Source: an optimization exercise on an open RTL-to-GDS flow (aim: small area, a short achievable clock period and few clock cycles per item). Production flows keep margins and buffers that such runs may drop.
Function was checked by simulation only, so behaviour that the tests miss may differ from the original.
Power figures rest on the tool's default switching activity, not on a simulated workload.

==> flow/design.v (outline; a module is shown in full before it is edited, if it fits) <==
// module pu_condition: 518 lines
// module pu_acc: 51 lines
// module pu_ring: 43 lines
// module pu_add: 31 lines
// module pu_mul: 354 lines
// module pu_sq: 310 lines
module pu_condition (
    input  wire         clk,
    input  wire         rst,
    input  wire [2:0]   cfg_depth,         
    input  wire [15:0]  cfg_width,         
    input  wire [5:0]   cfg_ob_w8,         
    input  wire         cfg_ob_side,       
    input  wire         cfg_ob_mode,       
    input  wire [15:0]  cfg_black_level,
    input  wire [15:0]  cfg_ob_clamp,
    input  wire [15:0]  cfg_pedestal,
    input  wire         cfg_flat_en,
    input  wire [3:0]   cfg_gain_frac,     
    input  wire [3:0]   cfg_ofs_shift,     
    input  wire [2:0]   cfg_cfa,           
    input  wire [15:0]  cfg_sat_level,
    input  wire         cfg_calib,
    input  wire         in_valid,
    output reg          in_ready,
    input  wire [15:0]  in_p,
    input  wire [15:0]  in_coef,
    input  wire         in_eof,
    output reg          out_valid,
    output reg  [15:0]  out_o,
    output reg          stat_valid,
    output wire [31:0]  stat_lines,
    output wire [31:0]  stat_ob_mean,
    output wire [63:0]  stat_ch_min,       
    output wire [63:0]  stat_ch_max,
    output wire [255:0] stat_ch_sum,       
    output wire [255:0] stat_ch_sumsq,
    output wire [127:0] stat_clip_low,     
    output wire [127:0] stat_clip_high,
    output wire [63:0]  stat_focus_total
);
  // ...
==> flow/flow/run.sh <==
#!/bin/bash
# The standard layout, with two changes to how it is made: the port buffers
# are plain buffers (sky130_fd_sc_hd__buf_2, which repair may resize) instead
# of the delay-cell buffers buffer_ports picks by default, and timing repair
# aims for a setup margin, so that it works on paths well inside the clock
# period.  The clock, constraints and synthesis are unchanged.
set -euo pipefail
export BUFFER_PORTS_ARGS="-buffer_cell sky130_fd_sc_hd__buf_2"
export SETUP_SLACK_MARGIN=11.0
bash standard.sh > standard_flow.log 2>&1
==> flow/standard.sh <==
#!/bin/bash
# synth_recipe.tcl (not shown) runs the flow's synth.tcl, then flattens the netlist and writes it again
# the make line also repeats each setting of config.mk as NAME=value (left out here)
make -C /OpenROAD-flow-scripts/flow DESIGN_CONFIG=/design/flow/config.mk WORK_HOME=/design/flow/orfs CLKGATE_MAP_FILE= SYNTH_SCRIPT=/design/flow/synth_recipe.tcl "${@:-finish}"
==> flow/config.mk <==
export PLATFORM = sky130hd
export DESIGN_NAME = pu_condition
export DESIGN_NICKNAME = pu_condition
export VERILOG_FILES = /design/flow/design.v
export SDC_FILE = /design/flow/constraint.sdc
export NUM_CORES = 4
export LEC_CHECK = 0
export ABC_CLOCK_PERIOD_IN_PS = 5000
export CAP_MARGIN = 20
export CORE_MARGIN = 2
export CORE_UTILIZATION = 40
export SLEW_MARGIN = 20
==> flow/constraint.sdc <==
create_clock -name core_clock -period 16.0 [get_ports {clk}]
set_input_delay 3.2000 -clock core_clock [delete_from_list [all_inputs] [get_ports {clk}]]
set_output_delay 3.2000 -clock core_clock [all_outputs]
set_load 0.01 [all_outputs]
==> impl_results.rst, run 1 <==
.. list-table::
   :header-rows: 1

   * - Metric
     - Value
   * - Post-synthesis instance total
     - 6,515
   * - Delay of the slowest cell on the worst path
     - 0.64 ns
   * - Hold Crit Depth
     - 0
   * - Combinational cell fraction of total power
     - 0.325
   * - Placement Setup Slack
     - 10.57 ns
   * - Initial core utilization
     - 0.401
   * - Cell Chain, Critical Path
     - buf_2
   * - Total length of routed met2 wires
     - 122 mm
   * - IO Count
     - 1,183
   * - Detailed Routing Iterations Pass 1
     - 8
   * - Cell at the slowest stage of the critical path
     - sky130_fd_sc_hd__dfxtp_1
   * - Number of CTS-inserted buffers
     - 166
   * - Max FO, Critical Path
     - 2
   * - Beginning of the worst register-to-register path
     - obs[15]$_SDFFE_PP0P_
   * - Simple-gate share of the synthesized area
     - 0.117
   * - Result of the run
     - timing/DRC/antenna clean
   * - Horizontal die dimension
     - 421 µm
   * - Dominant combinational cell family by area after synthesis
     - adder cells
   * - Final Routed Wirelength
     - 245 mm
   * - Number of buffers and inverters on the critical path
     - 1
   * - Switching part of the total power
     - 0.358
   * - Die Ht
     - 421 µm
   * - Total power after layout
     - 12.9 mW
   * - Startpoint type of the worst setup path
     - flip-flop
   * - Top flip-flop cell by instance count after synthesis
     - sky130_fd_sc_hd__dfxtp_1
   * - Area added between synthesis and finish
     - 19.3%
   * - Count of different cell masters after synthesis
     - 86
   * - Gp weighted congestion
     - 0.953
   * - HPWL after detailed placement
     - 194 mm
   * - Top Registers
     - u_ring.slot (459), g_ch.u_sumsq.q (148), g_ch.u_sum.q (84)
   * - Biggest power consumer among the groups
     - registers
   * - Period utilisation layout
     - 0.307
   * - Violation count after the first detailed-route iteration
     - 3,845
   * - Min-Delay Startpoint
     - u_ring.slot[9][25]$_DFF_P_
   * - Biggest cell category by area in the final layout
     - multi-input combinational cells
   * - Non-clock buffers, area share
     - 0.0727
   * - Largest net degree at the start of global routing
     - 170
   * - Share of the final layout cell area in sequential cells
     - 0.384
   * - Critical path depth in cells
     - 1
   * - Clock buffer instance count of the final layout
     - 228
   * - Category of the worst setup path capture point
     - output pin
   * - Worst min path class
     - flip-flop to flip-flop
   * - Buffer count excluding the clock tree in the final layout
     - 1,162
   * - Post-detailed-route wirelength per cell
     - 24.5 µm
Testbench counts, summed over its fixed seeds: cycles 93,559, pixels 80,140.
==> run 2: changes to the inputs <==
--- a/flow/config.mk
+++ b/flow/config.mk
@@ -10,3 +10,5 @@
 export CORE_MARGIN = 2
 export CORE_UTILIZATION = 40
+export CTS_BUF_LIST = sky130_fd_sc_hd__clkbuf_8
+export CTS_CLUSTER_SIZE = 30
 export SLEW_MARGIN = 20
==> impl_results.rst, run 2 <==
.. list-table::
   :header-rows: 1

   * - Metric
     - Value
   * - Static power due to leakage
     - 39.7 nW
   * - Post-route setup TNS
     - 0 ns
   * - Final setup violation count
     - 0
   * - Warning count from the yosys run
     - 13
   * - Cell at the slowest stage of the critical path
     - sky130_fd_sc_hd__dfxtp_1
   * - Number of antenna violations at the first check in global routing
     - 26
   * - Top cell type's share of synthesized area
     - 0.393
   * - Leading cell type by number of instances after synthesis
     - sky130_fd_sc_hd__dfxtp_1
   * - Proportion of layout cells with a drive suffix above 1
     - 0.222
   * - Data arrival, critical path
     - 1.72 ns
   * - Max-capacitance violation count
     - 0
   * - Number of CTS-inserted buffers
     - 285 (+72%)
   * - Cell at the root of the clock tree
     - sky130_fd_sc_hd__clkbuf_8
   * - Area added between synthesis and finish
     - 18.9%
   * - Initial core utilization
     - 0.401 (unchanged)
   * - Total global routing track utilization
     - 0.272
   * - Period utilisation layout
     - 0.308 (+0.00110)
   * - XOR/XNOR Fraction of Synth Area
     - 0.0441
   * - Commonest non-fill, non-tap cells in the layout
     - 1,298 x sky130_fd_sc_hd__dfxtp_1, 1,067 x sky130_fd_sc_hd__buf_2, 682 x sky130_fd_sc_hd__inv_1
   * - Post-synthesis sequential area ratio
     - 0.458
   * - Count of different cell masters after synthesis
     - 86 (unchanged)
   * - Critical setup path kind
     - flip-flop to output pin
   * - Worst min path class
     - flip-flop to flip-flop
   * - IO Count
     - 1,183 (unchanged)
   * - Die Ht
     - 421 µm (unchanged)
   * - Dominant combinational cell family by area after synthesis
     - adder cells
   * - Post-layout net count
     - 8,632
   * - Wire length of the first global-routing pass
     - 352 mm
   * - H-Tree Depth
     - 5
   * - Count of pins over their slew limit
     - 0
   * - Routed via count divided by cell count
     - 5.05
   * - Placement Setup Slack
     - 10.57 ns (unchanged)
   * - Clock skew
     - 0.0794 ns
   * - Top Registers
     - u_ring.slot (459), g_ch.u_sumsq.q (148), g_ch.u_sum.q (84)
   * - Instance area at placement
     - 76,900 µm²
   * - Post-detailed-route wirelength per cell
     - 24.2 µm (-1.2%)
   * - Share of synthesized cell area in full adder, half adder and majority cells
     - 0.196
   * - Result of the run
     - timing/DRC/antenna clean
   * - Highest ir drop seen on vdd
     - 0.000120 V
   * - Post-layout min period
     - 4.92 ns
   * - Average cell area after synthesis
     - 10.7 µm²
   * - Source-to-sink clock delay at the later pin of the worst-skew pair
     - 1.03 ns
   * - Worst slew slack as a fraction of its limit
     - 0.286
   * - Power per cell area
     - 151 nW/µm²
   * - CTS tree
     - built
   * - Via count
     - 51,400
   * - Ranking of synthesized cells by instance count
     - 1,367 x sky130_fd_sc_hd__dfxtp_1, 601 x sky130_fd_sc_hd__inv_1, 545 x sky130_fd_sc_hd__nor2_1
   * - Number of buffers and inverters on the critical path
     - 1 (unchanged)
   * - Worst EP required
     - 12.80 ns
   * - Mapped cell area
     - 69,600 µm²
   * - Dominant delay contributor by cell family on the critical path
     - flip-flops
   * - Share of the synthesized area in compound gates (AO/OA/AOI/OAI)
     - 0.0926
   * - Worst path setup slack after routing
     - 11.08 ns
   * - Cell Chain, Critical Path
     - buf_2
   * - # rows
     - 153
   * - Post-synthesis instance total
     - 6,515 (unchanged)
   * - Number of flip-flops in the largest register
     - 459
   * - Gp weighted congestion
     - 0.953 (unchanged)
   * - Setup repair after global routing missed its margin
     - yes
   * - Clock-pin slew of the registers on the worst-case setup and hold paths
     - 0.06 ns
   * - Startpoint type of the worst setup path
     - flip-flop
   * - Final Routed Wirelength
     - 247 mm (+0.68%)
   * - Final hold violations
     - 0
   * - Horizontal die dimension
     - 421 µm (unchanged)
   * - Number of enable-type register cells in the synthesized netlist
     - 149
   * - Top flip-flop cell by instance count after synthesis
     - sky130_fd_sc_hd__dfxtp_1
   * - Maximum frequency from static timing analysis
     - 203 MHz
   * - Number of clock sinks
     - 1,516
   * - Largest register by flop count
     - u_ring.slot
   * - Final standard cell area without fillers
     - 82,700 µm²
   * - Fraction of registers with async set/reset
     - 0
   * - Detailed Routing Iterations Pass 1
     - 6 (-2)
   * - Top cell type by total area after synthesis
     - sky130_fd_sc_hd__dfxtp_1
   * - Total power after layout
     - 12.5 mW (-3.3%)
   * - Floorplan core area
     - 173,000 µm²
   * - # port buffers
     - 1,084
   * - Share of synthesized area spent on multiplexers
     - 0.0305
   * - Violation count after the first detailed-route iteration
     - 3,573 (-7.1%)
   * - DRC errors left
     - 0
   * - Category of the worst setup path capture point
     - output pin
   * - Full die area
     - 177,000 µm²
   * - CTS Hold Bufs
     - 0
   * - Largest net degree at the start of global routing
     - 170 (unchanged)
   * - Max FO, Critical Path
     - 2 (unchanged)
   * - Simple-gate share of the synthesized area
     - 0.117 (unchanged)
   * - Worst Max-Slew Pin Slew
     - 1.07 ns
   * - Delay of the slowest cell on the worst path
     - 0.50 ns (-0.14 ns)
   * - HPWL after detailed placement
     - 194 mm (unchanged)
   * - Flip-flop and latch count after synthesis
     - 1,516
   * - Total congestion overflow
     - 0
   * - Detail Route Antenna Nets
     - 0
   * - Most common cell after layout, fill and taps aside
     - sky130_fd_sc_hd__dfxtp_1
   * - CTS Buffer Depth
     - 4
   * - Number of global-route vias before repair
     - 50,300
   * - Synth area leaders
     - sky130_fd_sc_hd__dfxtp_1 39%, sky130_fd_sc_hd__fa_1 11%, sky130_fd_sc_hd__ha_1 8.1%
## run 2: cell counts after synthesis
Identical to the previous run, type by type.
## run 2: per-layer routing
layer | global-route usage | part of all wire
met4 | 0.141 | 0.057
met2 | 0.470 | 0.50
met3 | 0.0510 | 0.057
met1 | 0.320 | 0.39
met5 | 0 | 0
## run 2: kinds of logic (layout without fill, tap and decap cells)
logic type      after synthesis  in the layout
fa+ha+maj                   849            849
compound gates              940            940
buf+inv                    1025           2248
xor+xnor                    349            349
other cells                   1            113
flops                      1516           1516
simple gates               1671           1671
mux                         164            164
## run 2: timing repair
action                     in CTS  in global routing
gates resized for setup        81                 18
hold endpoints to repair        0                  0
setup endpoints to repair      97                 25
pin swaps                       1                  5
buffers inserted                4                  5
## run 2: metrics by stage
| step | hold WS [ns] | instances | utilization |
|---|---|---|---|
| after CTS | 0.305 | 10200 | 0.477 |
| after floorplan | 0.310 | 6610 | - |
| after global routing | 0.315 | 10200 | 0.477 |
| final | 0.297 | 10200 | 0.477 |
| after global placement | 0.310 | 9672 | 0.444 |
| after detailed placement | 0.312 | 9672 | 0.444 |
## run 2: worst paths after layout
| kind | to | slack, ns | start | cells after the start |
|---|---|---|---|---|
| worst max register to register | g_ch[0].u_sumsq.q[27]$_SDFF_PP0_ | 11.25 | s4_sq0[10]$_DFF_P_ | 15 |
| worst max-delay path | stat_clip_low[89] | 11.08 | u_ring.slot[10][20]$_DFF_P_ | 1 |
| worst min-delay path | u_ring.slot[9][26]$_DFF_P_ | 0.30 | u_ring.slot[10][26]$_DFF_P_ | 0 |
| worst min register to register | u_ring.slot[9][26]$_DFF_P_ | 0.30 | u_ring.slot[10][26]$_DFF_P_ | 0 |
## run 2: report_power, final
| group | switching, mW | leakage, nW | internal (mW) |
|---|---|---|---|
| combinational | 2.58 | 24.1 | 1.60 |
| sequential | 0.359 | 12.6 | 4.24 |
| clock | 1.64 | 3.14 | 2.06 |
| total | 4.58 | 39.7 | 7.91 |
## run 2: area by class of cell
type	instances	area [µm²]
Fill cell	16200	90600
Multi-Input combinational cell	4069	33900
Sequential cell	1516	32000
Timing Repair Buffer	1166	6100
Clock buffer	347	4780
Tap cell	2325	2910
Inverter	605	2270
Clock inverter	130	732
Antenna cell	17	42.5
==> module pu_condition, before the edit <==
module pu_condition (
    input  wire         clk,
    input  wire         rst,
    input  wire [2:0]   cfg_depth,         
    input  wire [15:0]  cfg_width,         
    input  wire [5:0]   cfg_ob_w8,         
    input  wire         cfg_ob_side,       
    input  wire         cfg_ob_mode,       
    input  wire [15:0]  cfg_black_level,
    input  wire [15:0]  cfg_ob_clamp,
    input  wire [15:0]  cfg_pedestal,
    input  wire         cfg_flat_en,
    input  wire [3:0]   cfg_gain_frac,     
    input  wire [3:0]   cfg_ofs_shift,     
    input  wire [2:0]   cfg_cfa,           
    input  wire [15:0]  cfg_sat_level,
    input  wire         cfg_calib,
    input  wire         in_valid,
    output reg          in_ready,
    input  wire [15:0]  in_p,
    input  wire [15:0]  in_coef,
    input  wire         in_eof,
    output reg          out_valid,
    output reg  [15:0]  out_o,
    output reg          stat_valid,
    output wire [31:0]  stat_lines,
    output wire [31:0]  stat_ob_mean,
    output wire [63:0]  stat_ch_min,       
    output wire [63:0]  stat_ch_max,
    output wire [255:0] stat_ch_sum,       
    output wire [255:0] stat_ch_sumsq,
    output wire [127:0] stat_clip_low,     
    output wire [127:0] stat_clip_high,
    output wire [63:0]  stat_focus_total
);
    reg [2:0]  r_depth;
    reg [15:0] r_width;
    reg [5:0]  r_obw8;
    reg        r_side, r_mode, r_flat, r_calib;
    reg [15:0] r_black, r_clamp, r_ped, r_sat;
    reg [3:0]  r_gf, r_os;
    reg [2:0]  r_cfa;
    reg [4:0]  r_dsel;        
    reg [3:0]  r_gsel;        
    reg        r_mono;
    always @(posedge clk) begin
        r_depth <= cfg_depth;
        r_width <= cfg_width;
        r_obw8  <= cfg_ob_w8;
        r_side  <= cfg_ob_side;
        r_mode  <= cfg_ob_mode;
        r_black <= cfg_black_level;
        r_clamp <= cfg_ob_clamp;
        r_ped   <= cfg_calib ? 16'd0 : cfg_pedestal;
        r_flat  <= cfg_flat_en & ~cfg_calib;
        r_gf    <= cfg_gain_frac;
        r_os    <= cfg_ofs_shift;
        r_cfa   <= cfg_cfa;
        r_sat   <= cfg_sat_level;
        r_calib <= cfg_calib;
        r_dsel  <= 5'd1 << cfg_depth;
        r_gsel  <= 4'd1 << (cfg_gain_frac[1:0] + 2'd1);
        r_mono  <= (cfg_cfa == 3'd0);
    end
    wire [8:0]  n_ob   = {r_obw8, 3'b000};
    wire        has_ob = (r_obw8 != 6'd0);
    wire [15:0] dmax   = {{2{r_dsel[4]}}, {2{|r_dsel[4:3]}}, {2{|r_dsel[4:2]}},
                          {2{|r_dsel[4:1]}}, 8'hFF};
    wire [15:0] hmask  = {8'hFF, {2{|r_dsel[4:1]}}, {2{|r_dsel[4:2]}},
                          {2{|r_dsel[4:3]}}, {2{r_dsel[4]}}};
    wire        mono   = r_mono;
    wire        stall_mode = r_mode & ~r_calib;           
    wire [15:0] black_fix  = r_calib ? 16'd0 : r_black;
    reg         busy;         
    reg         fstart;       
    reg         in_done;      
    reg         ob_ph;        
    reg  [8:0]  obc;          
    reg  [15:0] rem;          
    reg         act;          
    reg         lpar;         
    reg         cpar;         
    reg         cge1, cge2;   
    reg  [15:0] line_cnt;     
    reg  [3:0]  dcnt;         
    wire        om_done;
    wire        take     = in_valid & in_ready;
    wire [8:0]  obc_inc  = obc + 9'd1;
    wire [15:0] rem_dec  = rem - 16'd1;
    wire        obc_hit  = (obc_inc == n_ob);
    wire        last_ob  = ob_ph & obc_hit;
    wire        line_end = ~ob_ph & (rem_dec == 16'd0);
    wire        eof_take = take & ~ob_ph & in_eof;
    always @(posedge clk) begin
        if (rst) begin
            busy     <= 1'b0;
            fstart   <= 1'b0;
            in_ready <= 1'b0;
            in_done  <= 1'b0;
        end else begin
            fstart <= 1'b0;
            if (!busy) begin
                if (in_valid) begin
                    busy    <= 1'b1;
                    fstart  <= 1'b1;
                    in_done <= 1'b0;
                end
            end else begin
                if (fstart)
                    in_ready <= 1'b1;
                else if (eof_take) begin
                    in_ready <= 1'b0;
                    in_done  <= 1'b1;
                end else if (take && last_ob && stall_mode) begin
                    in_ready <= 1'b0;
                end else if (take && line_end && has_ob && dcnt != 4'd0 && dcnt <= 4'd8) begin
                    in_ready <= 1'b0;
                end else if (dcnt == 4'd9 && !in_done) begin
                    in_ready <= 1'b1;
                end
                if (stat_valid)
                    busy <= 1'b0;
            end
        end
    end
    wire        lstart  = fstart | line_end;
    wire        ob_ph_n = lstart ? has_ob : (ob_ph & ~obc_hit);
    wire [8:0]  obc_n   = lstart ? 9'd0 : (ob_ph ? (obc_hit ? 9'd0 : obc_inc)
                                                 : (obc_hit ? obc : obc_inc));
    wire [15:0] rem_n   = lstart ? r_width : (ob_ph ? rem : rem_dec);
    wire        act_n   = lstart ? (r_side | ~has_ob) :
                          (~ob_ph & (r_side ? (rem_dec == {7'd0, n_ob}) : obc_hit)) ? ~r_side : act;
    wire        cpar_n  = lstart ? 1'b0 : (cpar ^ ~ob_ph);
    wire        cge1_n  = lstart ? 1'b0 : (cge1 | (~ob_ph & act));
    wire        cge2_n  = lstart ? 1'b0 : ((~ob_ph & act) ? cge1 : cge2);
    wire        lpar_n  = fstart ? 1'b0 : (lpar ^ line_end);
    wire [15:0] lcnt_n  = fstart ? 16'd0 : (line_cnt + {15'd0, line_end});
    wire        cen     = fstart | take;
    always @(posedge clk) begin
        if (cen) begin
            ob_ph    <= ob_ph_n;
            obc      <= obc_n;
            rem      <= rem_n;
            act      <= act_n;
            cpar     <= cpar_n;
            cge1     <= cge1_n;
            cge2     <= cge2_n;
            lpar     <= lpar_n;
            line_cnt <= lcnt_n;
        end
    end
    reg        s0_pix, s0_ob, s0_lastob, s0_eof;
    reg [15:0] s0_p, s0_coef;
    reg        s0_act, s0_ca0, s0_lpar, s0_cge1, s0_cge2;
    always @(posedge clk) begin
        if (rst) begin
            s0_pix <= 1'b0;
            s0_ob  <= 1'b0;
            s0_eof <= 1'b0;
        end else begin
            s0_pix <= take & ~ob_ph;
            s0_ob  <= take & ob_ph;
            s0_eof <= eof_take;
        end
        s0_lastob <= last_ob;
        s0_p      <= in_p;
        s0_coef   <= in_coef;
        s0_act    <= act;
        s0_ca0    <= cpar;
        s0_lpar   <= lpar;
        s0_cge1   <= cge1;
        s0_cge2   <= cge2;
    end
    wire [15:0] s0_x0 = ({16{r_dsel[0]}} & {s0_p[7:0], 8'd0}) |
                        ({16{r_dsel[1]}} & {s0_p[9:0], 6'd0}) |
                        ({16{r_dsel[2]}} & {s0_p[11:0], 4'd0}) |
                        ({16{r_dsel[3]}} & {s0_p[13:0], 2'd0}) |
                        ({16{r_dsel[4]}} & s0_p);
    reg  [23:0] obs;          
    reg  [15:0] black;        
    wire [16:0] obs_lo;
    pu_add #(16) u_obs (.a(obs[15:0]), .b(s0_x0), .ci(1'b0), .s(obs_lo[15:0]), .co(obs_lo[16]));
    wire [23:0] obs_add = {obs[23:16] + {7'd0, obs_lo[16]}, obs_lo[15:0]};
    wire [21:0] ds_in [0:2];
    wire [21:0] ds_out [0:1];
    assign ds_in[0] = obs[21:0];
    genvar dg;
    generate
        for (dg = 0; dg < 2; dg = dg + 1) begin : g_dstep
            wire [6:0] t;
            pu_add #(7) u_ds (.a({ds_in[dg][21:16], ds_in[dg][15]}), .b(~{1'b0, r_obw8}),
                              .ci(1'b1), .s(t), .co());
            assign ds_out[dg] = t[6] ? {ds_in[dg][20:15], ds_in[dg][14:0], 1'b0}
                                     : {t[5:0], ds_in[dg][14:0], 1'b1};
            assign ds_in[dg+1] = ds_out[dg];
        end
    endgenerate
    wire [21:0] dv_load = {1'b0, obs_add[23:3]};
    wire [21:0] dv_it   = ds_out[1];
    wire [15:0]        m_l   = obs[15:0];
    wire [16:0]        bl_hi = {1'b0, r_black} + {1'b0, r_clamp};
    wire signed [17:0] bl_lo = $signed({2'b00, r_black}) - $signed({2'b00, r_clamp});
    reg                b_gt, b_lt;    
    wire [15:0]        b_row = b_gt ? bl_hi[15:0] : b_lt ? bl_lo[15:0] : m_l;
    wire               m_done = (dcnt == 4'd10);
    always @(posedge clk) begin
        if (rst || !busy) begin
            dcnt <= 4'd0;
        end else begin
            if (s0_ob && s0_lastob)
                dcnt <= 4'd1;
            else if (m_done)
                dcnt <= 4'd0;
            else if (dcnt != 4'd0)
                dcnt <= dcnt + 4'd1;
        end
        b_gt <= ({1'b0, m_l} > bl_hi);
        b_lt <= ($signed({2'b00, m_l}) < bl_lo);
        if (fstart) begin
            obs   <= {15'd0, r_obw8, 2'b00};           
            black <= black_fix;
        end else begin
            if (s0_ob) begin
                if (s0_lastob)
                    obs <= {2'd0, dv_load};
                else
                    obs <= obs_add;
            end else if (dcnt != 4'd0 && dcnt <= 4'd8) begin
                obs <= {2'd0, dv_it};
            end else if (m_done) begin
                obs <= {15'd0, r_obw8, 2'b00};
            end
            if (m_done)
                black <= stall_mode ? b_row : black_fix;
        end
    end
    reg  [15:0] om_r;
    reg  [31:0] om_q;
    reg  [2:0]  om_c;         
    reg  [5:0]  om_cnt;       
    reg  [1:0]  om_st;        
    wire [31:0] ms     = {om_r, om_q[31:16]};
    wire [8:0]  ms_a0  = {1'b0, ms[7:0]}   + {1'b0, m_l[7:0]};
    wire [8:0]  ms_a1  = {1'b0, ms[15:8]}  + {1'b0, m_l[15:8]} + {8'd0, om_c[0]};
    wire [8:0]  ms_a2  = {1'b0, ms[23:16]} + {8'd0, om_c[1]};
    wire [7:0]  ms_a3  = ms[31:24] + {7'd0, om_c[2]};
    wire [31:0] ms_nx  = {ms_a3, ms_a2[7:0], ms_a1[7:0], ms_a0[7:0]};
    wire [2:0]  mc_nx  = {ms_a2[8], ms_a1[8], ms_a0[8]};
    wire [16:0] om_t;
    pu_add #(17) u_om (.a({om_r, om_q[31]}), .b(~{1'b0, line_cnt}), .ci(1'b1), .s(om_t), .co());
    wire        om_ge = ~om_t[16];
    assign      om_done = (om_st == 2'd3);
    always @(posedge clk) begin
        if (fstart) begin
            om_r   <= 16'd0;
            om_q   <= 32'd0;
            om_c   <= 3'd0;
            om_st  <= 2'd0;
            om_cnt <= 6'd0;
        end else begin
            if (om_st[1] == 1'b0) begin
                if (m_done) begin
                    {om_r, om_q[31:16]} <= ms_nx;
                    om_c <= mc_nx;
                end else if (om_c != 3'd0) begin
                    {om_r, om_q[31:16]} <= {ms_a3, ms_a2[7:0], ms_a1[7:0], ms[7:0]};
                    om_c <= {ms_a2[8], ms_a1[8], 1'b0};
                end
            end
            case (om_st)
            2'd0: begin
                if (in_done) begin
                    om_st  <= 2'd1;
                    om_cnt <= 6'd4;
                end
            end
            2'd1: begin
                if (om_cnt != 6'd0)
                    om_cnt <= om_cnt - 6'd1;
                else if (dcnt == 4'd0 && om_c == 3'd0 && !m_done) begin
                    om_q[15:0] <= {1'b0, line_cnt[15:1]};
                    om_cnt     <= 6'd32;
                    om_st      <= 2'd2;
                end
            end
            2'd2: begin
                om_r   <= om_ge ? om_t[15:0] : {om_r[14:0], om_q[31]};
                om_q   <= {om_q[30:0], om_ge};
                om_cnt <= om_cnt - 6'd1;
                if (om_cnt == 6'd1)
                    om_st <= 2'd3;
            end
            default: ;
            endcase
        end
    end
    reg               s1_v, s1_eof;
    reg  [16:0]       s1_y1;
    reg  [3:0]        s1_ofs;
    reg  [5:0]        s1_one, s1_two, s1_neg;
    reg               s1_sat, s1_act, s1_elig;
    reg  [1:0]        s1_ch;
    reg [1:0] ch0;
    always @(*) begin
        case (r_cfa)
        3'd1:    ch0 = {s0_lpar, s0_ca0};
        3'd2:    ch0 = {s0_lpar, s0_ca0} ^ 2'd1;
        3'd3:    ch0 = {s0_lpar, s0_ca0} ^ 2'd2;
        3'd4:    ch0 = {s0_lpar, s0_ca0} ^ 2'd3;
        default: ch0 = 2'd0;
        endcase
    end
    wire [16:0] y1_w;
    pu_add #(17) u_y1 (.a({1'b0, s0_x0}), .b(~{1'b0, black}), .ci(1'b1), .s(y1_w), .co());
    wire [12:0] gdx = {s0_coef[15:4], 1'b0};
    reg  [5:0]  bo_one, bo_two, bo_neg;
    integer bj;
    always @(*) begin
        for (bj = 0; bj < 6; bj = bj + 1) begin
            bo_one[bj] = gdx[2*bj+1] ^ gdx[2*bj];
            bo_two[bj] = (gdx[2*bj+2] & ~gdx[2*bj+1] & ~gdx[2*bj]) |
                         (~gdx[2*bj+2] & gdx[2*bj+1] & gdx[2*bj]);
            bo_neg[bj] = gdx[2*bj+2];
        end
    end
    always @(posedge clk) begin
        if (rst) begin
            s1_v   <= 1'b0;
            s1_eof <= 1'b0;
        end else begin
            s1_v   <= s0_pix;
            s1_eof <= s0_eof;
        end
        s1_y1   <= y1_w;
        s1_ofs  <= r_flat ? s0_coef[3:0] : 4'd0;
        s1_one  <= r_flat ? bo_one : 6'd0;
        s1_two  <= r_flat ? bo_two : 6'd0;
        s1_neg  <= r_flat ? bo_neg : 6'd0;
        s1_sat  <= (s0_p >= r_sat) | ((s0_p & dmax) == dmax);
        s1_act  <= s0_act;
        s1_ch   <= ch0;
        s1_elig <= mono ? s0_cge1 : ((ch0[0] ^ ch0[1]) & s0_cge2);
    end
    reg               s2_v, s2_eof;
    reg  [22:0]       s2_r0, s2_r1;   
    reg               s2_c10;
    reg  [18:0]       s2_z;
    reg               s2_sat, s2_act, s2_elig;
    reg  [1:0]        s2_ch;
    wire [22:0] mr0, mr1;
    wire        mc10;
    pu_mul u_mul (.a(s1_y1), .one(s1_one), .two(s1_two), .neg(s1_neg),
                  .r0(mr0), .r1(mr1), .c10(mc10));
    wire [12:0] ofs_sh = {{9{s1_ofs[3]}}, s1_ofs} << r_os;
    wire [18:0] za     = {{2{s1_y1[16]}}, s1_y1};
    wire [18:0] zb     = {3'd0, r_ped};
    wire [18:0] zc     = {{6{ofs_sh[12]}}, ofs_sh};
    wire [18:0] zs_s   = za ^ zb ^ zc;
    wire [18:0] zs_c   = {(za[17:0] & zb[17:0]) | (zc[17:0] & (za[17:0] ^ zb[17:0])), 1'b0};
    wire [18:0] z_w;
    pu_add #(19) u_z (.a(zs_s), .b(zs_c), .ci(1'b0), .s(z_w), .co());
    always @(posedge clk) begin
        if (rst) begin
            s2_v   <= 1'b0;
            s2_eof <= 1'b0;
        end else begin
            s2_v   <= s1_v;
            s2_eof <= s1_eof;
        end
        s2_r0   <= mr0;
        s2_r1   <= mr1;
        s2_c10  <= mc10;
        s2_z    <= z_w;
        s2_sat  <= s1_sat;
        s2_act  <= s1_act;
        s2_ch   <= s1_ch;
        s2_elig <= s1_elig;
    end
    reg         s3_va, s3_v, s3_eof;
    reg  [15:0] s3_v16, s3_vq;
    reg         s3_low, s3_high, s3_elig;
    reg  [1:0]  s3_ch;
    wire [18:0] ra = ({19{r_gsel[0]}} & s2_r0[19:1]) | ({19{r_gsel[1]}} & s2_r0[20:2]) |
                     ({19{r_gsel[2]}} & s2_r0[21:3]) | ({19{r_gsel[3]}} & s2_r0[22:4]);
    wire [18:0] rb = ({19{r_gsel[0]}} & s2_r1[19:1]) | ({19{r_gsel[1]}} & s2_r1[20:2]) |
                     ({19{r_gsel[2]}} & s2_r1[21:3]) | ({19{r_gsel[3]}} & s2_r1[22:4]);
    wire [2:0]  lk1 = {2'd0, s2_r0[0]} + {2'd0, s2_r1[0]} + {2'd0, s2_c10} + 3'd1;
    wire [3:0]  lk2 = {2'd0, s2_r0[1:0]} + {2'd0, s2_r1[1:0]} + {3'd0, s2_c10} + 4'd2;
    wire [4:0]  lk3 = {2'd0, s2_r0[2:0]} + {2'd0, s2_r1[2:0]} + {4'd0, s2_c10} + 5'd4;
    wire [5:0]  lk4 = {2'd0, s2_r0[3:0]} + {2'd0, s2_r1[3:0]} + {5'd0, s2_c10} + 6'd8;
    wire [1:0]  rk  = ({2{r_gsel[0]}} & lk1[2:1]) | ({2{r_gsel[1]}} & lk2[3:2]) |
                      ({2{r_gsel[2]}} & lk3[4:3]) | ({2{r_gsel[3]}} & lk4[5:4]);
    wire [18:0] cs_s = s2_z ^ ra ^ rb;
    wire [18:0] cs_c = {(s2_z[17:0] & ra[17:0]) | (rb[17:0] & (s2_z[17:0] ^ ra[17:0])),
                        rk[1] | rk[0]};
    wire [18:0] y3_w;
    pu_add #(19) u_y3 (.a(cs_s), .b(cs_c), .ci(rk[1]), .s(y3_w), .co());
    wire        y3_low  = y3_w[18];
    wire        y3_high = ~y3_w[18] & (y3_w[17:16] != 2'd0);
    wire [15:0] y3_v    = y3_low ? 16'd0 : y3_high ? 16'hFFFF : y3_w[15:0];
    always @(posedge clk) begin
        if (rst) begin
            s3_v   <= 1'b0;
            s3_va  <= 1'b0;
            s3_eof <= 1'b0;
        end else begin
            s3_v   <= s2_v;
            s3_va  <= s2_v & s2_act;
            s3_eof <= s2_eof;
        end
        s3_v16  <= y3_v;
        s3_vq   <= y3_v;
        s3_low  <= y3_low;
        s3_high <= y3_high | s2_sat;
        s3_ch   <= s2_ch;
        s3_elig <= s2_elig;
    end
    wire [15:0] rq_s = ({16{r_dsel[0]}} & {8'd0, s3_v16[15:8]}) |
                       ({16{r_dsel[1]}} & {6'd0, s3_v16[15:6]}) |
                       ({16{r_dsel[2]}} & {4'd0, s3_v16[15:4]}) |
                       ({16{r_dsel[3]}} & {2'd0, s3_v16[15:2]}) |
                       ({16{r_dsel[4]}} & s3_v16);
    wire        rq_b = (r_dsel[0] & s3_v16[7]) | (r_dsel[1] & s3_v16[5]) |
                       (r_dsel[2] & s3_v16[3]) | (r_dsel[3] & s3_v16[1]);
    wire        rq_full = ((s3_v16 | ~hmask) == 16'hFFFF);
    wire [15:0] rq_o    = rq_s + {15'd0, rq_b & ~rq_full};
    always @(posedge clk) begin
        if (rst) out_valid <= 1'b0;
        else     out_valid <= s3_v;
        out_o <= rq_o;
    end
    wire [31:0] sq0, sq1;
    pu_sq u_sq (.v(s3_vq), .r0(sq0), .r1(sq1));
    reg  [15:0] prev1, prev2;
    wire [15:0] f_ref = mono ? prev1 : prev2;
    wire [16:0] f_d;
    pu_add #(17) u_fd (.a({1'b0, s3_v16}), .b(~{1'b0, f_ref}), .ci(1'b1), .s(f_d), .co());
    reg         s4_va, s4_fv, s4_gneg;
    reg  [1:0]  s4_ch;
    reg  [31:0] s4_sq0, s4_sq1;
    reg  [15:0] s4_g;
    always @(posedge clk) begin
        if (rst) begin
            s4_va <= 1'b0;
            s4_fv <= 1'b0;
        end else begin
            s4_va <= s3_va;
            s4_fv <= s3_va & s3_elig;
        end
        if (s3_va) begin
            prev2 <= prev1;
            prev1 <= s3_v16;
        end
        s4_ch   <= s3_ch;
        s4_sq0  <= sq0;
        s4_sq1  <= sq1;
        s4_g    <= f_d[15:0];
        s4_gneg <= f_d[16];
    end
    reg  [15:0] ch_min [0:3];
    reg  [15:0] ch_max [0:3];
    wire [15:0] min_sel = ch_min[s3_ch];
    wire [15:0] max_sel = ch_max[s3_ch];
    wire        v_lt    = s3_v16 < min_sel;
    wire        v_gt    = s3_v16 > max_sel;
    wire [16:0]    ovf;
    wire [31:0]    s4_sq;
    pu_add #(32) u_sqa (.a(s4_sq0), .b(s4_sq1), .ci(1'b0), .s(s4_sq), .co());
    wire [17*27-1:0] ring_q;
    wire           ring_home, ring_clr;
    genvar g;
    generate
        for (g = 0; g < 4; g = g + 1) begin : g_ch
            wire sel4 = s3_va && (s3_ch == g);
            wire sel5 = s4_va && (s4_ch == g);
            wire [20:0] q_sum;
            wire [36:0] q_sq;
            wire [4:0]  q_lo, q_hi;
            always @(posedge clk) begin
                if (fstart) begin
                    ch_min[g] <= (mono && g != 0) ? 16'd0 : 16'hFFFF;
                    ch_max[g] <= 16'd0;
                end else if (sel4) begin
                    if (v_lt) ch_min[g] <= s3_v16;
                    if (v_gt) ch_max[g] <= s3_v16;
                end
            end
            pu_acc #(.W(21), .AW(16), .CF(6), .CH(16)) u_sum (
                .clk(clk), .clr(fstart), .en(sel4), .a(s3_v16), .ci(1'b0), .q(q_sum), .ov(ovf[g]));
            pu_acc #(.W(37), .AW(32), .CF(4), .CH(16)) u_sumsq (
                .clk(clk), .clr(fstart), .en(sel5), .a(s4_sq), .ci(1'b0), .q(q_sq), .ov(ovf[4+g]));
            pu_acc #(.W(5), .AW(1), .CF(8), .CH(8)) u_lo (
                .clk(clk), .clr(fstart), .en(sel4), .a(s3_low), .ci(1'b0), .q(q_lo), .ov(ovf[8+g]));
            pu_acc #(.W(5), .AW(1), .CF(8), .CH(8)) u_hi (
                .clk(clk), .clr(fstart), .en(sel4), .a(s3_high), .ci(1'b0), .q(q_hi), .ov(ovf[12+g]));
            assign stat_ch_min[16*g +: 16]    = ch_min[g];
            assign stat_ch_max[16*g +: 16]    = ch_max[g];
            assign stat_ch_sum[64*g +: 64]    = {16'd0, ring_q[27*g +: 27], q_sum};
            assign stat_ch_sumsq[64*g +: 64]  = {ring_q[27*(4+g) +: 27], q_sq};
            assign stat_clip_low[32*g +: 32]  = {ring_q[27*(8+g) +: 27], q_lo};
            assign stat_clip_high[32*g +: 32] = {ring_q[27*(12+g) +: 27], q_hi};
        end
    endgenerate
    wire [20:0] q_focus;
    pu_acc #(.W(21), .AW(16), .CF(6), .CH(16)) u_focus (
        .clk(clk), .clr(fstart), .en(s4_fv), .a(s4_g ^ {16{s4_gneg}}), .ci(s4_gneg), .q(q_focus), .ov(ovf[16]));
    pu_ring #(.N(17), .B(27)) u_ring (
        .clk(clk), .clr(fstart), .req(ovf), .q(ring_q), .home(ring_home), .busy_clr(ring_clr));
    always @(posedge clk) begin
        if (rst || !busy)
            stat_valid <= 1'b0;
        else
            stat_valid <= om_done & ~stat_valid & ring_home & in_done & ~fstart;
    end
    assign stat_lines       = {16'd0, line_cnt};
    assign stat_ob_mean     = om_q;
    assign stat_focus_total = {16'd0, ring_q[27*16 +: 27], q_focus};
endmodule
==> run 3: changes to the inputs <==
--- a/flow/design.v
+++ b/flow/design.v
@@ -272,5 +272,5 @@
                 if (in_done) begin
                     om_st  <= 2'd1;
-                    om_cnt <= 6'd4;
+                    om_cnt <= 6'd0;
                 end
             end
==> flow/flow/run.sh (replaced) <==
#!/bin/bash
# The standard layout, with three changes to how it is made: the port
# buffers are plain buffers (sky130_fd_sc_hd__buf_2, which repair may
# resize) instead of the delay-cell buffers buffer_ports picks by default;
# timing repair aims for a setup margin, so that it works on paths well
# inside the clock period; and clock tree synthesis adds no dummy loads.
# The clock, constraints and synthesis are unchanged.
set -euo pipefail
export BUFFER_PORTS_ARGS="-buffer_cell sky130_fd_sc_hd__buf_2"
export SETUP_SLACK_MARGIN=11.0
export CTS_ARGS="-sink_clustering_enable -repair_clock_nets -dont_use_dummy_load"
bash standard.sh > standard_flow.log 2>&1
--- a/flow/config.mk
+++ b/flow/config.mk
@@ -10,5 +10,3 @@
 export CORE_MARGIN = 2
 export CORE_UTILIZATION = 40
-export CTS_BUF_LIST = sky130_fd_sc_hd__clkbuf_8
-export CTS_CLUSTER_SIZE = 30
 export SLEW_MARGIN = 20
==> impl_results.rst, run 3 <==
.. list-table::
   :header-rows: 1

   * - Metric
     - Value
   * - Result of the run
     - timing/DRC/antenna clean
   * - Worst min path class
     - flip-flop to flip-flop
   * - Ranking of synthesized cells by instance count
     - 1,367 x sky130_fd_sc_hd__dfxtp_1, 608 x sky130_fd_sc_hd__inv_1, 570 x sky130_fd_sc_hd__nor2_1
   * - Via count
     - 50,900 (-0.93%)
   * - Mapped cell area
     - 70,000 µm² (+0.63%)
   * - Cell at the slowest stage of the critical path
     - sky130_fd_sc_hd__dfxtp_1
   * - Full die area
     - 178,000 µm² (+0.62%)
   * - Dominant delay contributor by cell family on the critical path
     - flip-flops
   * - H-Tree Depth
     - 4 (-1)
   * - Leading cell type by number of instances after synthesis
     - sky130_fd_sc_hd__dfxtp_1
   * - Power per cell area
     - 147 nW/µm² (-2.4%)
   * - Largest register by flop count
     - u_ring.slot
   * - Met1 WL
     - 103 mm (+6.6%)
   * - Final standard cell area without fillers
     - 81,700 µm² (-1.2%)
   * - Number of enable-type register cells in the synthesized netlist
     - 149 (unchanged)
   * - Delay of the slowest cell on the worst path
     - 0.68 ns (+0.18 ns)
   * - Final setup violation count
     - 0 (unchanged)
   * - Top cell type's share of synthesized area
     - 0.391 (-0.00245)
   * - Number of flip-flops in the largest register
     - 459 (unchanged)
   * - Initial core utilization
     - 0.403 (+0.00118)
   * - Max FO, Critical Path
     - 2 (unchanged)
   * - CTS Hold Bufs
     - 0 (unchanged)
   * - Post-layout min period
     - 4.99 ns (+0.0618 ns)
   * - Number of clock sinks
     - 1,516 (unchanged)
   * - CTS Buffer Depth
     - 3 (-1)
   * - Violation count after the first detailed-route iteration
     - 3,975 (+11%)
   * - Cell at the root of the clock tree
     - sky130_fd_sc_hd__clkbuf_16
   * - Cell Chain, Critical Path
     - buf_2
   * - Fraction of registers with async set/reset
     - 0 (unchanged)
   * - # rows
     - 153 (unchanged)
   * - Post-route setup TNS
     - 0 ns (unchanged)
   * - DRC errors left
     - 0 (unchanged)
   * - Total length of routed met2 wires
     - 118 mm (-3.0%)
   * - Detail Route Antenna Nets
     - 0 (unchanged)
   * - Startpoint type of the worst setup path
     - flip-flop
   * - Area added between synthesis and finish
     - 16.7%
   * - Clock-pin slew of the registers on the worst-case setup and hold paths
     - 0.06 ns (about the same)
   * - Wire length of the first global-routing pass
     - 352 mm (-0.13%)
   * - Routed via count divided by cell count
     - 5.13 (+1.6%)
   * - Synth area leaders
     - sky130_fd_sc_hd__dfxtp_1 39%, sky130_fd_sc_hd__fa_1 11%, sky130_fd_sc_hd__ha_1 8.0%
   * - Worst Max-Slew Pin Slew
     - 1.16 ns (+0.0924 ns)
   * - IO Count
     - 1,183 (unchanged)
   * - Average cell area after synthesis
     - 10.6 µm² (-0.49%)
   * - Highest ir drop seen on vdd
     - 0.000106 V (-12%)
   * - Max-capacitance violation count
     - 0 (unchanged)
   * - Gp weighted congestion
     - 0.970 (+1.8%)
   * - Flip-flop and latch count after synthesis
     - 1,516 (unchanged)
   * - Post-layout net count
     - 8,573 (-0.68%)
   * - Top cell type by total area after synthesis
     - sky130_fd_sc_hd__dfxtp_1
   * - Data arrival, critical path
     - 1.79 ns (+0.07 ns)
   * - Largest net degree at the start of global routing
     - 94 (-45%)
   * - Source-to-sink clock delay at the later pin of the worst-skew pair
     - 0.85 ns (-0.18 ns)
   * - Number of buffers and inverters on the critical path
     - 1 (unchanged)
   * - Number of antenna violations at the first check in global routing
     - 21 (-19%)
   * - Total global routing track utilization
     - 0.271 (-0.000879)
   * - Post-synthesis instance total
     - 6,588 (+1.1%)
   * - Post-detailed-route wirelength per cell
     - 24.9 µm (+2.8%)
   * - Top Registers
     - u_ring.slot (459), g_ch.u_sumsq.q (148), g_ch.u_sum.q (84)
   * - Worst EP required
     - 12.80 ns (about the same)
   * - HPWL after detailed placement
     - 196 mm (+1.0%)
   * - Category of the worst setup path capture point
     - output pin
   * - Count of different cell masters after synthesis
     - 91 (+5.8%)
   * - Top layer used by detailed routing
     - met4
   * - Maximum frequency from static timing analysis
     - 201 MHz (-1.2%)
   * - Commonest non-fill, non-tap cells in the layout
     - 1,335 x sky130_fd_sc_hd__dfxtp_1, 1,084 x sky130_fd_sc_hd__buf_2, 607 x sky130_fd_sc_hd__inv_1
   * - Static power due to leakage
     - 38.2 nW (-4.0%)
   * - Most common cell after layout, fill and taps aside
     - sky130_fd_sc_hd__dfxtp_1
   * - Warning count from the yosys run
     - 13 (unchanged)
   * - Final hold violations
     - 0 (unchanged)
   * - CTS tree
     - built
   * - Number of global-route vias before repair
     - 49,800 (-1.2%)
   * - Total congestion overflow
     - 0 (unchanged)
   * - Instance area at placement
     - 77,200 µm² (+0.44%)
   * - Number of CTS-inserted buffers
     - 166 (-42%)
   * - Routed length on met3
     - 13.3 mm (-5.1%)
   * - Die Ht
     - 422 µm (+0.31%)
   * - Final Routed Wirelength
     - 247 mm (+0.25%)
   * - Setup repair after global routing missed its margin
     - no
   * - Count of pins over their slew limit
     - 0 (unchanged)
   * - Critical setup path kind
     - flip-flop to output pin
   * - # port buffers
     - 1,084 (unchanged)
   * - Post-synthesis sequential area ratio
     - 0.455 (-0.00285)
   * - Proportion of layout cells with a drive suffix above 1
     - 0.194 (-0.0279)
   * - Floorplan core area
     - 174,000 µm² (+0.33%)
   * - Worst slew slack as a fraction of its limit
     - 0.227 (-0.0589)
   * - Detailed Routing Iterations Pass 1
     - 10 (+4)
   * - Period utilisation layout
     - 0.312 (+0.00386)
   * - Horizontal die dimension
     - 422 µm (+0.31%)
   * - Clock skew
     - 0.0820 ns (+0.00264 ns)
   * - Top flip-flop cell by instance count after synthesis
     - sky130_fd_sc_hd__dfxtp_1
## run 3: cell families after synthesis
kind of cell               count (synthesis)  share of synthesized area
AOI/OAI and AO/OA                        970                     0.0954
xor gates and xnor gates                 343                     0.0429
adders and majority gates                849                      0.195
buffers and inverters                   1035                     0.0622
DFF                                     1516                      0.455
muxes                                    157                     0.0292
other                                      1                  0.0000536
and+or+nand+nor                         1717                      0.121
## run 3: through the flow
step / instances / utilization / hold slack (ns) / setup WS [ns] / power, mW
after floorplan: 6683 / - / 0.310 / 10.83 / 7.52
after global routing: 9910 / 0.470 / 0.322 / 11.00 / 12.9
after CTS: 9901 / 0.468 / 0.307 / 10.99 / 12.1
final: 9922 / 0.470 / 0.305 / 11.01 / 12.0
after global placement: 9733 / 0.444 / 0.313 / 10.30 / 8.75
after detailed placement: 9733 / 0.444 / 0.313 / 10.26 / 8.85
## run 3: layout make-up
class | count | area, µm²
tap | 2325 | 2910
fill | 16300 | 92100
sequential | 1516 | 31900
antenna | 15 | 37.5
clock buffer | 166 | 4150
multi-input combinational | 4133 | 34400
timing repair buffer | 1154 | 5980
inverter | 613 | 2300
## run 3: worst paths after layout
path                                             startpoint                         end  slack, ns  cells after the start
worst max-delay path            u_ring.slot[11][12]$_DFF_P_          stat_clip_low[113]      11.01                      1
worst min-delay path             u_ring.slot[6][25]$_DFF_P_  u_ring.slot[5][25]$_DFF_P_       0.30                      0
worst max register to register         r_gsel[1]$_SDFF_PP0_         s3_vq[7]$_SDFF_PP0_      11.23                     18
worst min register to register   u_ring.slot[6][25]$_DFF_P_  u_ring.slot[5][25]$_DFF_P_       0.30                      0
## run 3: power breakdown
part | internal (mW) | total, mW | switching [mW]
Sequential | 4.25 | 4.59 | 0.345
Clock | 1.80 | 3.23 | 1.42
Combinational | 1.61 | 4.22 | 2.60
Total | 7.67 | 12.0 | 4.37
## run 3: what timing repair did
action,CTS,global route
setup buffers,2,5
pin swaps,1,1
gates cloned,0,1
resized for setup,24,37
setup endpoints to repair,53,81
## run 3: metal layers
metal  global-route usage  vias to the layer above
met5                    0                        -
met4                0.115                        0
met3               0.0440                      373
met2                0.457                     1662
met1                0.342                    25200
li1                     -                    23700
Testbench counts of run 3, summed over its fixed seeds: cycles 93,423, pixels 80,140.
==> run 4: changes to the inputs <==
--- a/flow/config.mk
+++ b/flow/config.mk
@@ -9,4 +9,5 @@
 export CAP_MARGIN = 20
 export CORE_MARGIN = 2
-export CORE_UTILIZATION = 40
+export CORE_UTILIZATION = 60
+export PLACE_DENSITY = 0.72
 export SLEW_MARGIN = 20
==> impl_results.rst, run 4 <==
.. list-table::
   :header-rows: 1

   * - Metric
     - Value
   * - Dominant delay contributor by cell family on the critical path
     - compound AO/OA/AOI/OAI gates
   * - Number of global-route vias before repair
     - 49,800 (+0.19%)
   * - Area added between synthesis and finish
     - 14.9%
   * - Top Registers
     - u_ring.slot (459), g_ch.u_sumsq.q (148), g_ch.u_sum.q (84)
   * - Post-synthesis sequential area ratio
     - 0.455 (unchanged)
   * - Switching part of the total power
     - 0.362 (-0.00161)
   * - Warning count from the yosys run
     - 13 (unchanged)
   * - HPWL after detailed placement
     - 181 mm (-7.8%)
   * - Synth area leaders
     - sky130_fd_sc_hd__dfxtp_1 39%, sky130_fd_sc_hd__fa_1 11%, sky130_fd_sc_hd__ha_1 8.0%
   * - IO Count
     - 1,183 (unchanged)
   * - Power per cell area
     - 147 nW/µm² (about the same)
   * - Data arrival, critical path
     - 5.37 ns (+3.58 ns)
   * - Gp weighted congestion
     - 0.969 (about the same)
   * - Top cell type by total area after synthesis
     - sky130_fd_sc_hd__dfxtp_1
   * - Commonest non-fill, non-tap cells in the layout
     - 1,345 x sky130_fd_sc_hd__dfxtp_1, 1,084 x sky130_fd_sc_hd__buf_2, 606 x sky130_fd_sc_hd__inv_1
   * - Number of antenna violations at the first check in global routing
     - 25 (+19%)
   * - Flip-flop and latch count after synthesis
     - 1,516 (unchanged)
   * - Wire length of the first global-routing pass
     - 332 mm (-5.6%)
   * - Clock-pin slew of the registers on the worst-case setup and hold paths
     - 0.06 ns (about the same)
   * - Proportion of layout cells with a drive suffix above 1
     - 0.192 (-0.00271)
   * - Post-Place Cells
     - 8,924 (-8.3%)
   * - Count of placed standard cells in the final layout, fillers left out
     - 9,095 (-8.3%)
   * - Period utilisation layout
     - 0.310 (-0.00176)
   * - Worst min path class
     - flip-flop to flip-flop
   * - Number of clock sinks
     - 1,516 (unchanged)
   * - Routed via count divided by cell count
     - 5.73 (+12%)
   * - Final setup violation count
     - 0 (unchanged)
   * - Mapped cell area
     - 70,000 µm² (unchanged)
   * - # port buffers
     - 1,084 (unchanged)
   * - Max FO, Critical Path
     - 21 (+19)
   * - Number of flip-flops in the largest register
     - 459 (unchanged)
   * - Dominant combinational cell family by area after synthesis
     - adder cells
   * - Count of pins over their slew limit
     - 0 (unchanged)
   * - Number of enable-type register cells in the synthesized netlist
     - 149 (unchanged)
   * - Clk pwr share
     - 0.260 (-0.008)
   * - Max-capacitance violation count
     - 0 (unchanged)
   * - Setup repair after global routing missed its margin
     - yes
   * - Share of synthesized area spent on multiplexers
     - 0.0292 (unchanged)
   * - Multi-input combinational cell area
     - 34,400 µm² (about the same)
   * - Leading cell type by number of instances after synthesis
     - sky130_fd_sc_hd__dfxtp_1
   * - Total congestion overflow
     - 0 (unchanged)
   * - Share of synthesized cell area in full adder, half adder and majority cells
     - 0.195 (unchanged)
   * - Post-layout net count
     - 8,555 (-0.21%)
   * - Final hold violations
     - 0 (unchanged)
   * - Maximum frequency from static timing analysis
     - 202 MHz (+0.57%)
   * - Number of CTS-inserted buffers
     - 156 (-6.0%)
   * - Via count
     - 52,100 (+2.5%)
   * - Post-synthesis instance total
     - 6,588 (unchanged)
   * - Full die area
     - 119,000 µm² (-33%)
   * - Most common cell after layout, fill and taps aside
     - sky130_fd_sc_hd__dfxtp_1
   * - Result of the run
     - timing/DRC/antenna clean
   * - Final Routed Wirelength
     - 231 mm (-6.5%)
   * - Floorplan core area
     - 116,000 µm² (-33%)
   * - Count of different cell masters after synthesis
     - 91 (unchanged)
   * - Detail Route Antenna Nets
     - 0 (unchanged)
   * - Total global routing track utilization
     - 0.378 (+0.107)
   * - DRC errors left
     - 0 (unchanged)
   * - Worst slew slack as a fraction of its limit
     - 0.120 (-0.106)
   * - Clock skew
     - 0.108 ns (+0.0255 ns)
   * - Violation count after the first detailed-route iteration
     - 4,644 (+17%)
   * - Highest ir drop seen on vdd
     - 0.000115 V (+8.8%)
   * - Simple-gate share of the synthesized area
     - 0.121 (unchanged)
   * - Initial core utilization
     - 0.604 (+0.201)
   * - Final Core Density
     - 0.694 (+0.224)
   * - Category of the worst setup path capture point
     - flip-flop
   * - XOR/XNOR Fraction of Synth Area
     - 0.0429 (unchanged)
   * - Ranking of synthesized cells by instance count
     - 1,367 x sky130_fd_sc_hd__dfxtp_1, 608 x sky130_fd_sc_hd__inv_1, 570 x sky130_fd_sc_hd__nor2_1
   * - H-Tree Depth
     - 4 (unchanged)
   * - Number of buffers and inverters on the critical path
     - 2 (+1)
   * - Largest register by flop count
     - u_ring.slot
   * - Worst EP required
     - 16.42 ns (+3.62 ns)
   * - Cell Chain, Critical Path
     - mux4_2, inv_1, ha_1, a21boi_0, o21a_1, o21a_1, o21ai_0, a2111oi_0, a211o_1, o21ai_2, buf_4
   * - Delay of the slowest cell on the worst path
     - 0.77 ns (+0.09 ns)
   * - Share of the synthesized area in compound gates (AO/OA/AOI/OAI)
     - 0.0954 (unchanged)
   * - Critical setup path kind
     - flip-flop to flip-flop
   * - Largest net degree at the start of global routing
     - 232 (+150%)
   * - Average cell area after synthesis
     - 10.6 µm² (unchanged)
   * - Storage cell area
     - 31,900 µm² (about the same)
   * - Startpoint type of the worst setup path
     - flip-flop
   * - Post-route setup TNS
     - 0 ns (unchanged)
   * - CTS Buffer Depth
     - 3 (unchanged)
   * - Share of total power in sequential cells
     - 0.388 (+0.006)
   * - CTS tree
     - built
   * - Worst Max-Slew Pin Slew
     - 1.32 ns (+0.161 ns)
   * - Top flip-flop cell by instance count after synthesis
     - sky130_fd_sc_hd__dfxtp_1
   * - Combinational cell fraction of total power
     - 0.352 (+0.002)
   * - Detailed Routing Iterations Pass 1
     - 9 (-1)
   * - Top cell type's share of synthesized area
     - 0.391 (unchanged)
   * - Static power due to leakage
     - 38.0 nW (-0.37%)
   * - Cell at the root of the clock tree
     - sky130_fd_sc_hd__clkbuf_16
   * - # rows
     - 125 (-18%)
   * - Instance area at placement
     - 76,100 µm² (-1.4%)
   * - Final standard cell area without fillers
     - 80,400 µm² (-1.5%)
   * - NetSw
     - 4.29 mW (-2.0%)
   * - Fraction of registers with async set/reset
     - 0 (unchanged)
   * - CP dominant cell by count
     - sky130_fd_sc_hd__o21a_1
   * - Filler cells
     - 8,775 (-46%)
   * - Cell at the slowest stage of the critical path
     - sky130_fd_sc_hd__dfxtp_4
   * - Die Ht
     - 346 µm (-18%)
   * - Source-to-sink clock delay at the later pin of the worst-skew pair
     - 0.81 ns (-0.04 ns)
   * - Int Pwr
     - 7.57 mW (-1.3%)
   * - Post-layout min period
     - 4.96 ns (-0.0282 ns)
   * - Post-detailed-route wirelength per cell
     - 25.4 µm (+2.0%)
   * - Horizontal die dimension
     - 346 µm (-18%)
run 4: cell counts after synthesis:
Identical to the previous run, type by type.
run 4: stage by stage:
step / worst slack, ns / power, mW / hold slack, ns
final: 11.04 / 11.9 / 0.290
after global routing: 10.94 / 12.6 / 0.287
after CTS: 11.00 / 11.8 / 0.286
after detailed placement: 10.33 / 8.72 / 0.312
after global placement: 10.43 / 8.59 / 0.311
after floorplan: 10.83 / 7.52 / 0.310
run 4: worst paths after layout:
path | endpoint | cells past startpoint | slack (ns) | startpoint
max reg2reg | ch_min[3][5]$_DFFE_PP_ | 11 | 11.04 | s3_ch[1]$_DFF_P_
min reg2reg | u_ring.slot[14][8]$_DFF_P_ | 0 | 0.29 | u_ring.slot[15][8]$_DFF_P_
max | ch_min[3][5]$_DFFE_PP_ | 11 | 11.04 | s3_ch[1]$_DFF_P_
min | u_ring.slot[14][8]$_DFF_P_ | 0 | 0.29 | u_ring.slot[15][8]$_DFF_P_
run 4: timing repair:
action                     in CTS  in global routing
hold buffers                    0                  0
gates cloned                    0                  1
hold endpoints to repair        0                  0
setup endpoints to repair      55                 95
resized for setup              25                 38
pin swaps                       1                  5
setup buffers                   0                  6
run 4: logic make-up after synthesis:
group	count (synthesis)
compound gates	970
simple gates	1717
other cells	1
fa+ha+maj	849
buf+inv	1035
mux	157
flops	1516
xor+xnor	343
run 4: metal layers:
| layer | GRT usage | vias to the layer above | share of wire |
|---|---|---|---|
| met3 | 0.134 | 418 | 0.12 |
| met1 | 0.509 | 25600 | 0.41 |
| li1 | - | 23600 | - |
| met2 | 0.553 | 2510 | 0.42 |
| met5 | 0 | - | 0.000056 |
| met4 | 0.155 | 2 | 0.046 |
run 4: power by group through the flow:
stage / registers, mW / clock network, mW / logic, mW
after floorplan: 4.53 / 0 / 2.99
after global placement: 4.65 / 0 / 3.94
after detailed placement: 4.66 / 0 / 4.06
after CTS: 4.59 / 3.11 / 4.08
after global routing: 4.63 / 3.25 / 4.70
final: 4.60 / 3.08 / 4.18
run 4: area by class of cell:
| class | count | share of cell area |
|---|---|---|
| sequential | 1516 | 0.397 |
| inverter | 613 | 0.0287 |
| clock buffer | 156 | 0.0485 |
| tap | 1524 | 0.0237 |
| multi-input combinational | 4132 | 0.428 |
| timing repair buffer | 1147 | 0.0743 |
| antenna | 7 | 0.000218 |
==> run 5: changes to the inputs <==
--- a/flow/design.v
+++ b/flow/design.v
@@ -35,8 +35,7 @@
 );
     reg [2:0]  r_depth;
-    reg [15:0] r_width;
     reg [5:0]  r_obw8;
     reg        r_side, r_mode, r_flat, r_calib;
-    reg [15:0] r_black, r_clamp, r_ped, r_sat;
+    reg [15:0] r_black, r_clamp;
     reg [3:0]  r_gf, r_os;
     reg [2:0]  r_cfa;
@@ -46,5 +45,4 @@
     always @(posedge clk) begin
         r_depth <= cfg_depth;
-        r_width <= cfg_width;
         r_obw8  <= cfg_ob_w8;
         r_side  <= cfg_ob_side;
@@ -52,10 +50,8 @@
         r_black <= cfg_black_level;
         r_clamp <= cfg_ob_clamp;
-        r_ped   <= cfg_calib ? 16'd0 : cfg_pedestal;
         r_flat  <= cfg_flat_en & ~cfg_calib;
         r_gf    <= cfg_gain_frac;
         r_os    <= cfg_ofs_shift;
         r_cfa   <= cfg_cfa;
-        r_sat   <= cfg_sat_level;
         r_calib <= cfg_calib;
         r_dsel  <= 5'd1 << cfg_depth;
@@ -128,5 +124,5 @@
     wire [8:0]  obc_n   = lstart ? 9'd0 : (ob_ph ? (obc_hit ? 9'd0 : obc_inc)
                                                  : (obc_hit ? obc : obc_inc));
-    wire [15:0] rem_n   = lstart ? r_width : (ob_ph ? rem : rem_dec);
+    wire [15:0] rem_n   = lstart ? cfg_width : (ob_ph ? rem : rem_dec);
     wire        act_n   = lstart ? (r_side | ~has_ob) :
                           (~ob_ph & (r_side ? (rem_dec == {7'd0, n_ob}) : obc_hit)) ? ~r_side : act;
@@ -337,5 +333,5 @@
         s1_two  <= r_flat ? bo_two : 6'd0;
         s1_neg  <= r_flat ? bo_neg : 6'd0;
-        s1_sat  <= (s0_p >= r_sat) | ((s0_p & dmax) == dmax);
+        s1_sat  <= (s0_p >= cfg_sat_level) | ((s0_p & dmax) == dmax);
         s1_act  <= s0_act;
         s1_ch   <= ch0;
@@ -354,5 +350,5 @@
     wire [12:0] ofs_sh = {{9{s1_ofs[3]}}, s1_ofs} << r_os;
     wire [18:0] za     = {{2{s1_y1[16]}}, s1_y1};
-    wire [18:0] zb     = {3'd0, r_ped};
+    wire [18:0] zb     = {3'd0, cfg_pedestal & ~{16{r_calib}}};
     wire [18:0] zc     = {{6{ofs_sh[12]}}, ofs_sh};
     wire [18:0] zs_s   = za ^ zb ^ zc;
@@ -432,6 +428,5 @@
     wire [31:0] sq0, sq1;
     pu_sq u_sq (.v(s3_vq), .r0(sq0), .r1(sq1));
-    reg  [15:0] prev1, prev2;
-    wire [15:0] f_ref = mono ? prev1 : prev2;
+    reg  [15:0] f_ref;
     wire [16:0] f_d;
     pu_add #(17) u_fd (.a({1'b0, s3_v16}), .b(~{1'b0, f_ref}), .ci(1'b1), .s(f_d), .co());
@@ -448,8 +443,6 @@
             s4_fv <= s3_va & s3_elig;
         end
-        if (s3_va) begin
-            prev2 <= prev1;
-            prev1 <= s3_v16;
-        end
+        if (s3_va & (mono | (s3_ch[0] ^ s3_ch[1])))
+            f_ref <= s3_v16;
         s4_ch   <= s3_ch;
         s4_sq0  <= sq0;
==> flow/flow/run.sh (replaced) <==
#!/bin/bash
# The standard layout, with three changes to how it is made: the port
# buffers are plain buffers (sky130_fd_sc_hd__buf_2, which repair may
# resize) instead of the delay-cell buffers buffer_ports picks by default;
# timing repair aims for a setup margin, so that it works on paths well
# inside the clock period; and clock tree synthesis adds no dummy loads and
# clusters up to 28 registers (90 um across) on a leaf buffer.
# The clock, constraints and synthesis are unchanged.
set -euo pipefail
export BUFFER_PORTS_ARGS="-buffer_cell sky130_fd_sc_hd__buf_2"
export SETUP_SLACK_MARGIN=11.0
export CTS_ARGS="-sink_clustering_enable -repair_clock_nets -dont_use_dummy_load -sink_clustering_size 28 -sink_clustering_max_diameter 90"
bash standard.sh > standard_flow.log 2>&1
--- a/flow/config.mk
+++ b/flow/config.mk
@@ -9,5 +9,4 @@
 export CAP_MARGIN = 20
 export CORE_MARGIN = 2
-export CORE_UTILIZATION = 60
-export PLACE_DENSITY = 0.72
+export CORE_UTILIZATION = 40
 export SLEW_MARGIN = 20
==> impl_results.rst, run 5 <==
.. list-table::
   :header-rows: 1

   * - Metric
     - Value
   * - Result of the run
     - timing/DRC/antenna clean
   * - Flop2flop setup slack
     - 11.15 ns (+0.11 ns)
   * - Clock skew
     - 0.0858 ns (-0.0217 ns)
   * - Startpoint type of the worst setup path
     - primary input
   * - Routed via count divided by cell count
     - 5.18 (-9.6%)
   * - Initial core utilization
     - 0.403 (-0.201)
   * - Count of different cell masters after synthesis
     - 99 (+8.8%)
   * - Data arrival, critical path
     - 6.09 ns (+0.72 ns)
   * - IO Count
     - 1,183 (unchanged)
   * - Number of clock sinks
     - 1,452 (-4.2%)
   * - Leading cell type by number of instances after synthesis
     - sky130_fd_sc_hd__dfxtp_1
   * - Max FO, Critical Path
     - 4 (-81%)
   * - Setup repair after global routing missed its margin
     - yes
   * - Final standard cell area without fillers
     - 77,600 µm² (-3.5%)
   * - Post-route setup TNS
     - 0 ns (unchanged)
   * - Worst Max-Slew Pin Slew
     - 1.14 ns (-0.183 ns)
   * - Number of enable-type register cells in the synthesized netlist
     - 133 (-11%)
   * - Worst EP required
     - 16.59 ns (+0.17 ns)
   * - Highest ir drop seen on vdd
     - 0.000117 V (+1.7%)
   * - Floorplan core area
     - 169,000 µm² (+46%)
   * - Wire length of the first global-routing pass
     - 337 mm (+1.4%)
   * - Beginning of the worst register-to-register path
     - s4_sq0[10]$_DFF_P_
   * - Clk pwr share
     - 0.192 (-0.068)
   * - Number of CTS-inserted buffers
     - 78 (-50%)
   * - Detail Route Antenna Nets
     - 0 (unchanged)
   * - Post-layout net count
     - 8,457 (-1.1%)
   * - Cells on worst reg2reg path
     - 14 (+3)
   * - Number of antenna violations at the first check in global routing
     - 23 (-8.0%)
   * - Area added between synthesis and finish
     - 13.6%
   * - Instance area at placement
     - 75,300 µm² (-1.1%)
   * - Top cell type's share of synthesized area
     - 0.387 (-0.00449)
   * - Maximum frequency from static timing analysis
     - 182 MHz (-10%)
   * - Post-layout min period
     - 5.51 ns (+0.549 ns)
   * - DRC errors left
     - 0 (unchanged)
==> run 5: cell types whose count changed in the layout (fill, tap and decap cells not counted), sizes merged, moves of 12 or more <==
| cell | delta |
|---|---|
| a21oi | +12 |
| a222oi | +33 |
| and2 | -29 |
| and3 | +47 |
| buf | +14 |
| clkbuf | -80 |
| dfxtp | -48 |
| edfxtp | -16 |
| inv | -34 |
| mux4 | -32 |
| nand2 | +40 |
| nor2 | +24 |
| o21ai | +15 |
| xor2 | +13 |
==> run 5: cell families (layout without fill, tap and decap cells) <==
logic type	after synthesis	in the layout	synth area share
buffers and inverters	1011	1817	0.0628
adder cells (fa/ha/maj)	854	854	0.200
XOR/XNOR	357	357	0.0459
multiplexers	123	123	0.0192
other	1	112	0.0000549
flip-flops	1452	1452	0.445
AND/OR/NAND/NOR	1776	1776	0.127
AO/OA/AOI/OAI	986	986	0.0998
==> run 5: what timing repair did <==
item / in CTS / in global routing
buffers inserted: 8 / 3
resized for setup: 19 / 29
hold buffers: 0 / 0
endpoints found under the setup margin: 37 / 86
pin swaps: 11 / 8
==> run 5: power groups by stage <==
| stage | Combinational (mW) | Sequential (mW) | Clock (mW) |
|---|---|---|---|
| 6_report | 4.27 | 4.45 | 2.07 |
| 5_1_grt | 4.81 | 4.49 | 2.24 |
| 4_1_cts | 4.24 | 4.45 | 2.12 |
| 3_5_place_dp | 4.19 | 4.53 | 0 |
| 3_3_place_gp | 4.09 | 4.53 | 0 |
| 2_1_floorplan | 3.03 | 4.36 | 0 |
==> run 5: how the worst max path moves through the flow <==
stage               startpoint                to  slack, ns  cells past startpoint
3_3_place_gp   cfg_pedestal[1]  s2_z[16]$_DFF_P_       9.68                     16
4_1_cts        cfg_pedestal[3]  s2_z[16]$_DFF_P_      10.59                     14
6_report       cfg_pedestal[9]  s2_z[16]$_DFF_P_      10.49                     11
2_1_floorplan  cfg_pedestal[1]  s2_z[15]$_DFF_P_      10.04                     14
5_1_grt        cfg_pedestal[1]  s2_z[15]$_DFF_P_      10.35                     15
3_5_place_dp   cfg_pedestal[1]  s2_z[16]$_DFF_P_       9.67                     16
==> run 5: critical path, stage by stage <==
cell                       delay, ns
sky130_fd_sc_hd__buf_2          0.08
sky130_fd_sc_hd__nor2b_1        0.25
sky130_fd_sc_hd__fa_1           0.44
sky130_fd_sc_hd__ha_1           0.37
sky130_fd_sc_hd__and2_1         0.18
sky130_fd_sc_hd__o21ai_0        0.54
sky130_fd_sc_hd__a311oi_2       0.23
sky130_fd_sc_hd__o21ai_2        0.21
sky130_fd_sc_hd__nand2_2        0.09
sky130_fd_sc_hd__fa_2           0.34
sky130_fd_sc_hd__xor2_1         0.14
==> run 5: per-layer routing <==
metal	wire length (µm)	global-route usage	vias to the layer above
met4	9470	0.0959	2
li1	-	-	23300
met3	17400	0.0550	299
met2	112000	0.433	1780
met1	98100	0.341	24800
met5	7	0	-
==> run 5: area by class of cell <==
class | instances | area, µm²
tap | 2218 | 2780
clock buffer | 78 | 1950
multi-input combinational | 4192 | 34200
sequential | 1452 | 30400
timing repair buffer | 1159 | 6040
antenna | 16 | 40.0
fill | 16100 | 91900
inverter | 580 | 2180
==> run 5: stage by stage <==
step | utilization | hold WS, ns | worst slack [ns] | cells
final | 0.458 | 0.285 | 10.49 | 9695
after global routing | 0.458 | 0.284 | 10.35 | 9680
after CTS | 0.457 | 0.292 | 10.59 | 9676
after detailed placement | 0.445 | 0.312 | 9.67 | 9590
after global placement | 0.445 | 0.314 | 9.68 | 9590
after floorplan | - | 0.310 | 10.04 | 6655
Testbench counts of run 5, summed over its fixed seeds: cycles 93,423, pixels 80,140.
